Source: an optimization exercise on an open RTL-to-GDS flow (aim: small area, a short achievable clock period and few clock cycles per item). Production flows keep margins and buffers that such runs may drop. No functional check of the RTL was part of this run.

## design/flow/run.sh

```bash
#!/bin/bash
# synth_recipe.tcl (not shown) runs the flow's synth.tcl, then flattens the netlist and writes it again
# the make line also repeats each setting of config.mk as NAME=value (left out here)
make -C /OpenROAD-flow-scripts/flow DESIGN_CONFIG=/design/flow/config.mk WORK_HOME=/design/flow/orfs CLKGATE_MAP_FILE= SYNTH_SCRIPT=/design/flow/synth_recipe.tcl finish
```

## design/flow/config.mk

```make
export PLATFORM = sky130hd
export DESIGN_NAME = aes_enc
export DESIGN_NICKNAME = aes_enc
export VERILOG_FILES = /design/flow/design.v
export SDC_FILE = /design/flow/constraint.sdc
export NUM_CORES = 8
export LEC_CHECK = 0
export CAP_MARGIN = 20
export CORE_MARGIN = 2
export CORE_UTILIZATION = 25
export PLACE_DENSITY = 0.45
export SLEW_MARGIN = 20
```

## design/flow/constraint.sdc

```tcl
create_clock -name core_clock -period 15.0 [get_ports {clk}]
set_input_delay 3.0000 -clock core_clock [delete_from_list [all_inputs] [get_ports {clk}]]
set_output_delay 3.0000 -clock core_clock [all_outputs]
set_load 0.01 [all_outputs]
```

## design/flow/design.v

```verilog
module aes_sbox (
    input  wire [7:0] x,
    output reg  [7:0] y
);
    always @(*) begin
        case (x)
            8'h00: y = 8'h63;
            8'h01: y = 8'h7c;
            8'h02: y = 8'h77;
            8'h03: y = 8'h7b;
            8'h04: y = 8'hf2;
            8'h05: y = 8'h6b;
            8'h06: y = 8'h6f;
            8'h07: y = 8'hc5;
            8'h08: y = 8'h30;
            8'h09: y = 8'h01;
            8'h0a: y = 8'h67;
            8'h0b: y = 8'h2b;
            8'h0c: y = 8'hfe;
            8'h0d: y = 8'hd7;
            8'h0e: y = 8'hab;
            8'h0f: y = 8'h76;
            8'h10: y = 8'hca;
            8'h11: y = 8'h82;
            8'h12: y = 8'hc9;
            8'h13: y = 8'h7d;
            8'h14: y = 8'hfa;
            8'h15: y = 8'h59;
            8'h16: y = 8'h47;
            8'h17: y = 8'hf0;
            8'h18: y = 8'had;
            8'h19: y = 8'hd4;
            8'h1a: y = 8'ha2;
            8'h1b: y = 8'haf;
            8'h1c: y = 8'h9c;
            8'h1d: y = 8'ha4;
            8'h1e: y = 8'h72;
            8'h1f: y = 8'hc0;
            8'h20: y = 8'hb7;
            8'h21: y = 8'hfd;
            8'h22: y = 8'h93;
            8'h23: y = 8'h26;
            8'h24: y = 8'h36;
            8'h25: y = 8'h3f;
            8'h26: y = 8'hf7;
            8'h27: y = 8'hcc;
            8'h28: y = 8'h34;
            8'h29: y = 8'ha5;
            8'h2a: y = 8'he5;
            8'h2b: y = 8'hf1;
            8'h2c: y = 8'h71;
            8'h2d: y = 8'hd8;
            8'h2e: y = 8'h31;
            8'h2f: y = 8'h15;
            8'h30: y = 8'h04;
            8'h31: y = 8'hc7;
            8'h32: y = 8'h23;
            8'h33: y = 8'hc3;
            8'h34: y = 8'h18;
            8'h35: y = 8'h96;
            8'h36: y = 8'h05;
            8'h37: y = 8'h9a;
            8'h38: y = 8'h07;
            8'h39: y = 8'h12;
            8'h3a: y = 8'h80;
            8'h3b: y = 8'he2;
            8'h3c: y = 8'heb;
            8'h3d: y = 8'h27;
            8'h3e: y = 8'hb2;
            8'h3f: y = 8'h75;
            8'h40: y = 8'h09;
            8'h41: y = 8'h83;
            8'h42: y = 8'h2c;
            8'h43: y = 8'h1a;
            8'h44: y = 8'h1b;
            8'h45: y = 8'h6e;
            8'h46: y = 8'h5a;
            8'h47: y = 8'ha0;
            8'h48: y = 8'h52;
            8'h49: y = 8'h3b;
            8'h4a: y = 8'hd6;
            8'h4b: y = 8'hb3;
            8'h4c: y = 8'h29;
            8'h4d: y = 8'he3;
            8'h4e: y = 8'h2f;
            8'h4f: y = 8'h84;
            8'h50: y = 8'h53;
            8'h51: y = 8'hd1;
            8'h52: y = 8'h00;
            8'h53: y = 8'hed;
            8'h54: y = 8'h20;
            8'h55: y = 8'hfc;
            8'h56: y = 8'hb1;
            8'h57: y = 8'h5b;
            8'h58: y = 8'h6a;
            8'h59: y = 8'hcb;
            8'h5a: y = 8'hbe;
            8'h5b: y = 8'h39;
            8'h5c: y = 8'h4a;
            8'h5d: y = 8'h4c;
            8'h5e: y = 8'h58;
            8'h5f: y = 8'hcf;
            8'h60: y = 8'hd0;
            8'h61: y = 8'hef;
            8'h62: y = 8'haa;
            8'h63: y = 8'hfb;
            8'h64: y = 8'h43;
            8'h65: y = 8'h4d;
            8'h66: y = 8'h33;
            8'h67: y = 8'h85;
            8'h68: y = 8'h45;
            8'h69: y = 8'hf9;
            8'h6a: y = 8'h02;
            8'h6b: y = 8'h7f;
            8'h6c: y = 8'h50;
            8'h6d: y = 8'h3c;
            8'h6e: y = 8'h9f;
            8'h6f: y = 8'ha8;
            8'h70: y = 8'h51;
            8'h71: y = 8'ha3;
            8'h72: y = 8'h40;
            8'h73: y = 8'h8f;
            8'h74: y = 8'h92;
            8'h75: y = 8'h9d;
            8'h76: y = 8'h38;
            8'h77: y = 8'hf5;
            8'h78: y = 8'hbc;
            8'h79: y = 8'hb6;
            8'h7a: y = 8'hda;
            8'h7b: y = 8'h21;
            8'h7c: y = 8'h10;
            8'h7d: y = 8'hff;
            8'h7e: y = 8'hf3;
            8'h7f: y = 8'hd2;
            8'h80: y = 8'hcd;
            8'h81: y = 8'h0c;
            8'h82: y = 8'h13;
            8'h83: y = 8'hec;
            8'h84: y = 8'h5f;
            8'h85: y = 8'h97;
            8'h86: y = 8'h44;
            8'h87: y = 8'h17;
            8'h88: y = 8'hc4;
            8'h89: y = 8'ha7;
            8'h8a: y = 8'h7e;
            8'h8b: y = 8'h3d;
            8'h8c: y = 8'h64;
            8'h8d: y = 8'h5d;
            8'h8e: y = 8'h19;
            8'h8f: y = 8'h73;
            8'h90: y = 8'h60;
            8'h91: y = 8'h81;
            8'h92: y = 8'h4f;
            8'h93: y = 8'hdc;
            8'h94: y = 8'h22;
            8'h95: y = 8'h2a;
            8'h96: y = 8'h90;
            8'h97: y = 8'h88;
            8'h98: y = 8'h46;
            8'h99: y = 8'hee;
            8'h9a: y = 8'hb8;
            8'h9b: y = 8'h14;
            8'h9c: y = 8'hde;
            8'h9d: y = 8'h5e;
            8'h9e: y = 8'h0b;
            8'h9f: y = 8'hdb;
            8'ha0: y = 8'he0;
            8'ha1: y = 8'h32;
            8'ha2: y = 8'h3a;
            8'ha3: y = 8'h0a;
            8'ha4: y = 8'h49;
            8'ha5: y = 8'h06;
            8'ha6: y = 8'h24;
            8'ha7: y = 8'h5c;
            8'ha8: y = 8'hc2;
            8'ha9: y = 8'hd3;
            8'haa: y = 8'hac;
            8'hab: y = 8'h62;
            8'hac: y = 8'h91;
            8'had: y = 8'h95;
            8'hae: y = 8'he4;
            8'haf: y = 8'h79;
            8'hb0: y = 8'he7;
            8'hb1: y = 8'hc8;
            8'hb2: y = 8'h37;
            8'hb3: y = 8'h6d;
            8'hb4: y = 8'h8d;
            8'hb5: y = 8'hd5;
            8'hb6: y = 8'h4e;
            8'hb7: y = 8'ha9;
            8'hb8: y = 8'h6c;
            8'hb9: y = 8'h56;
            8'hba: y = 8'hf4;
            8'hbb: y = 8'hea;
            8'hbc: y = 8'h65;
            8'hbd: y = 8'h7a;
            8'hbe: y = 8'hae;
            8'hbf: y = 8'h08;
            8'hc0: y = 8'hba;
            8'hc1: y = 8'h78;
            8'hc2: y = 8'h25;
            8'hc3: y = 8'h2e;
            8'hc4: y = 8'h1c;
            8'hc5: y = 8'ha6;
            8'hc6: y = 8'hb4;
            8'hc7: y = 8'hc6;
            8'hc8: y = 8'he8;
            8'hc9: y = 8'hdd;
            8'hca: y = 8'h74;
            8'hcb: y = 8'h1f;
            8'hcc: y = 8'h4b;
            8'hcd: y = 8'hbd;
            8'hce: y = 8'h8b;
            8'hcf: y = 8'h8a;
            8'hd0: y = 8'h70;
            8'hd1: y = 8'h3e;
            8'hd2: y = 8'hb5;
            8'hd3: y = 8'h66;
            8'hd4: y = 8'h48;
            8'hd5: y = 8'h03;
            8'hd6: y = 8'hf6;
            8'hd7: y = 8'h0e;
            8'hd8: y = 8'h61;
            8'hd9: y = 8'h35;
            8'hda: y = 8'h57;
            8'hdb: y = 8'hb9;
            8'hdc: y = 8'h86;
            8'hdd: y = 8'hc1;
            8'hde: y = 8'h1d;
            8'hdf: y = 8'h9e;
            8'he0: y = 8'he1;
            8'he1: y = 8'hf8;
            8'he2: y = 8'h98;
            8'he3: y = 8'h11;
            8'he4: y = 8'h69;
            8'he5: y = 8'hd9;
            8'he6: y = 8'h8e;
            8'he7: y = 8'h94;
            8'he8: y = 8'h9b;
            8'he9: y = 8'h1e;
            8'hea: y = 8'h87;
            8'heb: y = 8'he9;
            8'hec: y = 8'hce;
            8'hed: y = 8'h55;
            8'hee: y = 8'h28;
            8'hef: y = 8'hdf;
            8'hf0: y = 8'h8c;
            8'hf1: y = 8'ha1;
            8'hf2: y = 8'h89;
            8'hf3: y = 8'h0d;
            8'hf4: y = 8'hbf;
            8'hf5: y = 8'he6;
            8'hf6: y = 8'h42;
            8'hf7: y = 8'h68;
            8'hf8: y = 8'h41;
            8'hf9: y = 8'h99;
            8'hfa: y = 8'h2d;
            8'hfb: y = 8'h0f;
            8'hfc: y = 8'hb0;
            8'hfd: y = 8'h54;
            8'hfe: y = 8'hbb;
            8'hff: y = 8'h16;
            default: y = 8'h00;
        endcase
    end
endmodule
module aes_enc (
    input  wire         clk,
    input  wire         rst,         
    input  wire         start,       
    input  wire [1:0]   key_len,     
    input  wire [255:0] key,         
    input  wire [127:0] din,         
    output wire         ready,       
    output reg          done,        
    output reg  [127:0] dout
);
    reg        busy;
    reg  [3:0] round;        
    reg  [3:0] nr;           
    reg  [3:0] nk;           
    reg  [2:0] kc;           
    reg  [7:0] rcon;         
    assign ready = !busy;
    wire accept  = start && ready;
    wire last    = (round == nr);
    reg  [255:0] hist;           
    reg  [127:0] kx;             
    wire [31:0] wk [0:3];        
    wire [31:0] wprev [0:3];     
    wire [31:0] wold  [0:3];     
    wire [31:0] sub_w [0:3];     
    wire [2:0]  pos   [0:3];     
    wire        rot   [0:3];     
    wire        sub   [0:3];     
    wire        iskey [0:3];     
    genvar j;
    generate
        for (j = 0; j < 4; j = j + 1) begin : g_kw
            assign pos[j]   = (kc + j >= nk) ? (kc + j - nk) : (kc + j);
            assign rot[j]   = (pos[j] == 3'd0);
            assign sub[j]   = (nk == 4'd8) && (pos[j] == 3'd4);
            assign iskey[j] = (round == 4'd1) && (j + 4 < nk);
            assign wprev[j] = (j == 0) ? hist[31:0] : wk[j - 1];
            assign wold[j]  = (nk == 4'd4) ? hist[127 - 32*j -: 32] :
                              (nk == 4'd6) ? hist[191 - 32*j -: 32] : hist[255 - 32*j -: 32];
            if (j == 0 || j == 2) begin : g_sub
                wire [31:0] sin = rot[j] ? {wprev[j][23:0], wprev[j][31:24]} : wprev[j];
                aes_sbox u_ks0 (.x(sin[31:24]), .y(sub_w[j][31:24]));
                aes_sbox u_ks1 (.x(sin[23:16]), .y(sub_w[j][23:16]));
                aes_sbox u_ks2 (.x(sin[15:8]),  .y(sub_w[j][15:8]));
                aes_sbox u_ks3 (.x(sin[7:0]),   .y(sub_w[j][7:0]));
            end else begin : g_nosub
                assign sub_w[j] = wprev[j];
            end
            wire [31:0] f = rot[j] ? (sub_w[j] ^ {rcon, 24'd0}) :
                            sub[j] ? sub_w[j] : wprev[j];
            assign wk[j] = iskey[j] ? kx[127 - 32*j -: 32] : (wold[j] ^ f);
        end
    endgenerate
    wire        used_rcon = rot[0] || rot[1] || rot[2] || rot[3];
    wire [7:0]  rcon_next = {rcon[6:0], 1'b0} ^ (rcon[7] ? 8'h1b : 8'h00);
    wire [127:0] rkey     = {wk[0], wk[1], wk[2], wk[3]};
    reg  [127:0] state;
    wire [7:0] sb [0:15];        
    genvar n;
    generate
        for (n = 0; n < 16; n = n + 1) begin : g_sb
            aes_sbox u_sb (.x(state[127 - 8*n -: 8]), .y(sb[n]));
        end
    endgenerate
    wire [7:0] sr [0:15];
    generate
        for (n = 0; n < 16; n = n + 1) begin : g_sr
            assign sr[n] = sb[((n / 4 + n % 4) % 4) * 4 + n % 4];
        end
    endgenerate
    wire [127:0] mc;
    wire [127:0] srw;
    generate
        for (n = 0; n < 4; n = n + 1) begin : g_mc
            wire [7:0] s0 = sr[4*n];
            wire [7:0] s1 = sr[4*n + 1];
            wire [7:0] s2 = sr[4*n + 2];
            wire [7:0] s3 = sr[4*n + 3];
            wire [7:0] x0 = {s0[6:0], 1'b0} ^ (s0[7] ? 8'h1b : 8'h00);
            wire [7:0] x1 = {s1[6:0], 1'b0} ^ (s1[7] ? 8'h1b : 8'h00);
            wire [7:0] x2 = {s2[6:0], 1'b0} ^ (s2[7] ? 8'h1b : 8'h00);
            wire [7:0] x3 = {s3[6:0], 1'b0} ^ (s3[7] ? 8'h1b : 8'h00);
            assign mc[127 - 32*n -: 32] = {x0 ^ x1 ^ s1 ^ s2 ^ s3,
                                           s0 ^ x1 ^ x2 ^ s2 ^ s3,
                                           s0 ^ s1 ^ x2 ^ x3 ^ s3,
                                           x0 ^ s0 ^ s1 ^ s2 ^ x3};
            assign srw[127 - 32*n -: 32] = {s0, s1, s2, s3};
        end
    endgenerate
    wire [127:0] round_out = (last ? srw : mc) ^ rkey;
    always @(posedge clk) begin
        if (accept) begin
            state   <= din ^ key[255:128];
            hist[127:0] <= key[255:128];
            kx      <= key[127:0];
            nk      <= (key_len == 2'd0) ? 4'd4 : (key_len == 2'd1) ? 4'd6 : 4'd8;
            nr      <= (key_len == 2'd0) ? 4'd10 : (key_len == 2'd1) ? 4'd12 : 4'd14;
            kc      <= (key_len == 2'd1) ? 3'd4 : (key_len == 2'd2) ? 3'd4 : 3'd0;
            rcon    <= 8'h01;
            round   <= 4'd1;
        end else if (busy) begin
            state <= round_out;
            hist  <= {hist[127:0], rkey};
            kc    <= (kc + 3'd4 >= nk) ? (kc + 3'd4 - nk[2:0]) : (kc + 3'd4);
            if (used_rcon) rcon <= rcon_next;
            round <= round + 4'd1;
        end
    end
    always @(posedge clk) begin
        if (rst) begin
            busy <= 1'b0;
            done <= 1'b0;
        end else begin
            done <= busy && last;
            if (accept)
                busy <= 1'b1;
            else if (busy && last)
                busy <= 1'b0;
        end
    end
    always @(posedge clk) begin
        if (busy && last)
            dout <= round_out;
    end
endmodule
```

==> impl_metrics.py <==
metrics = {
    "run_status": {
        "outcome": "timing/DRC/antenna clean",
    },
    "sta": {
        "tns_ns": 0,
        "maxSlewHeadroom": 0.0763,
        "hold_viol": 0,
        "rsz0062_at_grt": "false",
        "drv_slew": 0,
        "tightest_slew_ns": 1.38,
        "skew_ns": 0.0858,
        "fin_crit_ns": 14.38,
        "fin_hold_ws_ns": 0.462,
        "clock.fmax_mhz": 69.5,
        "setup_viol": 0,
        "period_share": 0.959,
    },
    "final_layout": {
        "final_core_util": 0.303,
        "synthToLayoutAreaGrowth_pct": 20.6,
        "drive_gt1_frac": 0.142,
        "n_fill_cell": 56600,
        "instances_no_fill": 26300,
        "fin_nets": 19900,
    },
    "die": {
        "die_w_um": 722,
        "start_util": 0.251,
        "dieArea_um2": 522000,
        "core_area_um2": 514000,
        "die_h_um": 722,
        "rows": 263,
        "num_io_pins": 519,
    },
    "grt": {
        "antenna_found_initial": 84,
        "grt_pass1_vias": 157000,
        "grt_max_degree": 126,
        "grt_use_total": 0.349,
        "grt.overflow.total": 0,
        "grt_pass1_wl_um": 1320000,
    },
    "worst_setup_path": {
        "cp.arrival_ns": 15.16,
        "crit_type": "flop to flop",
        "reg2regPathDepth": 46,
        "r2r_end": "g_mc[2].s0[1]",
        "cp_slowest_cell": "a2111oi_0",
        "slowest_delay_ns": 0.78,
        "reg2reg_slack_ns": 0.62,
        "endpoint_kind": "flop",
        "required_ns": 15.78,
        "critPathMaxFanout": 124,
        "start_kind": "flop",
        "crit_top_cell": "buf_4",
        "reg2reg_from": "kc[2]",
    },
    "drt": {
        "drt_iter0_drc": 29900,
        "wl_met3_um": 120000,
        "wl_met1_um": 374000,
        "drc": 0,
        "met2_length_um": 394000,
        "wirelength_um": 965000,
        "routedWlPerCell_um": 36.7,
        "vias": 172000,
        "drtAntennaViolNets": 0,
        "via_per_inst": 6.54,
        "firstDrtPassIters": 10,
        "top_layer": "met5",
    },
    "synthesis": {
        "mappedNetlistNets": 19300,
        "syn_inst": 18500,
        "async_flop_share": 0,
        "yosysTopAreaCellShare": 0.151,
        "yosysMostFrequentCell": "nand2_1",
        "synth.avg_cell_area_um2": 6.97,
        "synth_edf_count": 648,
        "synth.area.top_cells": "edfxtp_1 15%, a21oi_1 6.9%, o21ai_0 6.3%",
        "yosys_warnings": 2,
        "synth_common_cells": "2087 x nand2_1, 2022 x nor2_1, 1791 x a21oi_1",
        "synth_cell_type_count": 140,
        "ys_seq_elements": 790,
        "synth-main-ff-cell": "edfxtp_1",
        "syn_area_um2": 129000,
        "ys_seq_area_frac": 0.173,
        "yosysTopAreaCell": "edfxtp_1",
    },
    "min_path": {
        "hp-class": "flop to flop",
        "whs_endpoint": "hist[161]",
        "whs_path_depth": 0,
        "hp-start": "hist[33]",
    },
    "clock_network": {
        "postCtsSetupBuffers": 0,
        "clock_path_buffers": 4,
        "cts-buffers-inserted": 114,
        "cts_root_buffer": "clkbuf_16",
        "clkSinkCount": 790,
        "clk_pin_slew_worst_paths_ns": 0.07,
        "worst_skew_pair.late_latency_ns": 0.93,
        "cts_tree": "built",
        "cts_hold_repair.buffers": 0,
        "cts_resized": 0,
        "h-tree-depth": 3,
    },
    "place": {
        "dp_cells": 26000,
        "port_buffers": 518,
        "routabilityCongestion": 1.08,
        "hpwl_um": 732000,
    },
    "run": {
        "cap_violations": 0,
    },
}
==> per-stage QoR <==
stage | cell area [um^2] | setup WS, ns
after floorplan | 129000 | 0.745
after detailed placement | 151000 | 1.35
after global routing | 155000 | 0.472
final | 156000 | 0.621
after CTS | 155000 | 1.21
after global placement | 151000 | 1.18
==> routing by layer <==
metal,vias up,global-route usage
met4,42,0.219
met1,83700,0.448
met3,2827,0.105
met5,-,0
met2,13500,0.506
li1,71900,-
==> cells by family (layout without fill, tap and decap cells) <==
group | after synthesis | count (layout) | synth area share
buf+inv | 2153 | 2909 | 0.0728
other cells | 0 | 135 | 0
compound gates | 7429 | 7429 | 0.385
xor+xnor | 869 | 869 | 0.0620
simple gates | 6246 | 6246 | 0.216
flops | 790 | 790 | 0.173
fa+ha+maj | 367 | 367 | 0.0356
mux | 664 | 664 | 0.0554
==> how the worst max path moves through the flow <==
stage	from	end	cells after the start
after global placement	kc[2]	g_mc[2].s1[2]	47
final	kc[2]	g_mc[2].s0[1]	46
after global routing	kc[2]	g_mc[2].s0[1]	46
after detailed placement	kc[2]	g_mc[2].s1[2]	47
after floorplan	start	g_mc[3].s1[4]	9
after CTS	kc[2]	g_mc[2].s1[2]	44
==> final cells by class <==
type,count,area (um^2),area share
multi-input combinational,15600,98600,0.634
sequential,790,22300,0.143
timing repair buffer,2453,20900,0.134
tap,6890,8620,0.0554
clock buffer,136,3000,0.0193
inverter,245,937,0.00602
clock inverter,75,875,0.00562
antenna,135,338,0.00217
==> flip-flops by register name, summed over array words and instances, names as in the netlist <==
name	count
nr	2
kx	128
g_mc.s1	32
nk	3
g_mc.s3	32
busy	1
done	1
g_mc.s0	32
g_mc.s2	32
state	128
round	4
kc	3
rcon	8
dout	128
hist	256
==> cell usage in the layout, fill, tap and decap left out, types with 97 or more instances in the layout <==
cell type        count
nor3_1             578
o31ai_1            144
or3_1              105
a211oi_1           541
xor2_1             188
edfxtp_1           648
a21oi_1           1774
mux2_2             130
o211ai_1           517
o21ai_0           1617
and2_1             109
xnor2_1            649
o311ai_0           165
nand3_1            588
a31oi_1            327
a211o_1            114
nand4_1            103
o22ai_1            186
a2111oi_0           97
diode_2            135
a311oi_1           223
dfxtp_1            141
o2111ai_1          112
and3_1             105
ha_1               366
buf_4             1840
o221ai_1           185
clkdlybuf4s50_1    517
nand2b_1           115
nor2_1            2007
inv_1              186
nand2_1           2082
a221oi_1           176
mux2i_1            428
clkbuf_16          116
==> worst max-delay path: cells and delay by family (launching register included) <==
family          cells  cell delay [ns]
flops               1             0.60
simple gates        8             1.88
buf+inv            11             2.68
xor+xnor            1             0.32
compound gates     22             7.00
fa+ha+maj           4             1.59

## port drivers added, routing unchanged
How much do the figures lean on ideal ports? The routed layout below was timed once more, with nothing changed but the port constraints. Step 1, drivers: a clkbuf_16 drives clk and a buf_2 each remaining input, both assumed. Step 2, shift: input delay + t, output delay - t, t = (earliest + latest rising clock arrival at the registers) / 2. This alone moves slack from input paths to output paths. Slacks: ideal ports / drivers / drivers and shift; pairs: ideal ports / drivers.
t, ns: 0.993
slack for setup (ns): 0.621 / 0.621 / 0.621
worst register clock-pin slew, ns: 0.09 / 0.09
worst slew at a driven data input, ns: 0.23
After both steps this run still meets setup and hold. The setup slack of this run moves by 0.000 ns with the drivers and by 0.000 ns with both steps.
